Source: an optimization exercise on an open RTL-to-GDS flow (aim: small area and a short achievable clock period). Production flows keep margins and buffers that such runs may drop. Function was checked by simulation only, so behaviour that the tests miss may differ from the original. Power figures rest on the tool's default switching activity, not on a simulated workload.

==> flow/design.v (excerpt) <==
module rs108_line_dec (
    input  wire         clk,
    input  wire         rst,
    input  wire         in_valid,
    input  wire [319:0] in_data,
    input  wire         in_mark_en,
    input  wire [3:0]   in_mark_dev,
    input  wire         in_retry_en,
    input  wire         in_reread,
    output reg          out_valid,
    output reg          out_last,
    output reg  [255:0] out_data,
    output reg  [2:0]   out_kind,
    output reg  [3:0]   out_dev,
    output reg  [3:0]   out_beat
);
    reg       second_q;
    reg       mark_en_q;
    reg [3:0] mark_dev_q;
    reg       retry_en_q;
    reg       reread_q;
    reg [255:0] raw_q;
    reg [31:0]  s1_q;
    reg [79:0]  hit_q;
    reg [7:0]   nz_q;
    wire       mark_en  = second_q ? mark_en_q  : in_mark_en;
    wire [3:0] mark_dev = second_q ? mark_dev_q : in_mark_dev;
    wire [9:0] msel;
    genvar g;
    generate
        for (g = 0; g < 10; g = g + 1) begin : sel
            assign msel[g] = ~mark_en | (mark_dev == g);
        end
    endgenerate
    reg       wbad_q;
    reg [2:0] wbadb_q;
    reg       wnz_q;
    reg [2:0] wnzb_q;
    reg [3:0] wloc_q;
    wire [31:0] s1;
    wire [79:0] hit;
    wire [7:0]  nz_in;
    generate
        for (g = 0; g < 8; g = g + 1) begin : sy
            rs108_beat_syn u_syn (
                .cw   (in_data[40*g +: 40]),
                .msel (msel),
                .s1   (s1[4*g +: 4]),
                .hit  (hit[10*g +: 10])
            );
            assign nz_in[g] = |s1[4*g +: 4];
        end
    endgenerate
    always @(posedge clk) begin
  ...
Size: ~2500 cells after synthesis, roughly 400 flip-flops, ~25000 um^2 of cells after synthesis.
export LEC_CHECK = 0
export CAP_MARGIN = 20
export CORE_MARGIN = 2
export CORE_UTILIZATION = 70
export SLEW_MARGIN = 20
create_clock -name core_clock -period 16.5 [get_ports {clk}]
standard.sh (not shown) runs the stock make flow with config.mk's settings and CLKGATE_MAP_FILE= SYNTH_SCRIPT=/design/flow/synth_recipe.tcl, a recipe that flattens the netlist after the stock synthesis.
==> flow/flow/run.sh <==
#!/bin/bash
set -euo pipefail
bash standard.sh "BUFFER_PORTS_ARGS=-buffer_cell sky130_fd_sc_hd__buf_1" \
  "SETUP_SLACK_MARGIN=10.6" finish > make.log 2>&1
The starting point produced a clean layout.
Change:
==> flow/flow/run.sh (replaced) <==
#!/bin/bash
# Layout flow: the standard ORFS flow (standard.sh), with every input and
# output port buffered by a sky130_fd_sc_hd__buf_2 instead of the default
# port buffer cell. make's full output goes to make.log here; ORFS keeps each
# step's log under orfs/logs/.
set -euo pipefail
bash standard.sh "BUFFER_PORTS_ARGS=-buffer_cell sky130_fd_sc_hd__buf_2" finish > make.log 2>&1
CORE_UTILIZATION = 60   (was 70)
The changed run completed without violations.
Clock skew came out higher by 0.0050 ns.
Die area rises by 16%.
Clock power went down by about 5%.
Total power falls by 9.0%.
Register-to-register slack gains 0.07 ns.
Via count falls by 7.9%.
Change:
==> flow/flow/run.sh (replaced) <==
#!/bin/bash
set -euo pipefail
bash standard.sh "BUFFER_PORTS_ARGS=-buffer_cell sky130_fd_sc_hd__buf_2" \
  "SETUP_SLACK_MARGIN=11.5" finish > make.log 2>&1
Outcome: The new run died in global routing, error DPL-0038; area after synthesis stays the same; synthesized cell count is unchanged.

---

## before
Starting RTL as in the previous note.
## rs108_line_dec
module rs108_line_dec (
    input  wire         clk,
    input  wire         rst,
    input  wire         in_valid,
    input  wire [319:0] in_data,
    input  wire         in_mark_en,
    input  wire [3:0]   in_mark_dev,
    input  wire         in_retry_en,
    input  wire         in_reread,
    output reg          out_valid,
    output reg          out_last,
    output reg  [255:0] out_data,
    output reg  [2:0]   out_kind,
    output reg  [3:0]   out_dev,
    output reg  [3:0]   out_beat
);
clock: 16.5 ns
lec_check: 0
cap_margin: 20
core_margin: 2
core_utilization: 70
cts_cluster_size: 50
slew_margin: 20
==> flow/flow/run.sh <==
#!/bin/bash
set -euo pipefail
bash standard.sh "BUFFER_PORTS_ARGS=-buffer_cell sky130_fd_sc_hd__buf_1" \
  "SETUP_SLACK_MARGIN=10.5" finish > make.log 2>&1
In summary, before completed successfully, with a layout that passed the timing, DRC and antenna checks.
[inputs] after vs before
- CORE_UTILIZATION now 60, was 70
- CTS_CLUSTER_SIZE no longer set, was 50
==> flow/flow/run.sh <==
#!/bin/bash
set -euo pipefail
bash standard.sh "BUFFER_PORTS_ARGS=-buffer_cell sky130_fd_sc_hd__buf_2" \
  "SETUP_SLACK_MARGIN=10.5" finish > make.log 2>&1
--- outcome ---
- Relative to before, combinational share of power has decreased by 0.5 points in after.
- Maximum operating frequency: after < before
- On largest vdd supply drop, before beats after.
- In after, clock network fraction of total power is higher than in before.

-- port drivers added, routing unchanged --
How much do the figures lean on ideal ports? The routed layouts below were timed once more, with nothing changed but the port constraints. Step 1: set_driving_cell puts a clkbuf_16 on clk and a buf_2 on each other input, an assumption about the parent block. Step 2 also shifts input and output timing later by t, the mid clock arrival at the registers, as if the neighbouring blocks saw the same clock. a / b / c = ideal / step 1 / step 2; a / b = the first two.
| run | shift t [ns] | setup WS [ns] | latest minus earliest clock arrival (ns) | worst data-port slew with drivers (ns) |
|---|---|---|---|---|
| the first run of note 1 | 0.630 | 10.517 / 10.463 / 9.965 | 0.015 / 0.014 | 0.15 |
| the second run of note 1 | 0.629 | 10.007 / 9.949 / 9.630 | 0.020 / 0.020 | 0.11 |
| before | 0.634 | 10.449 / 10.390 / 9.871 | 0.027 / 0.026 | 0.11 |
| after | 0.627 | 10.392 / 10.333 / 9.937 | 0.023 / 0.023 | 0.11 |
After both steps setup and hold are still met in every run listed. The setup slack of before, which loses most, moves by -0.059 ns with the drivers and by -0.578 ns with both steps.
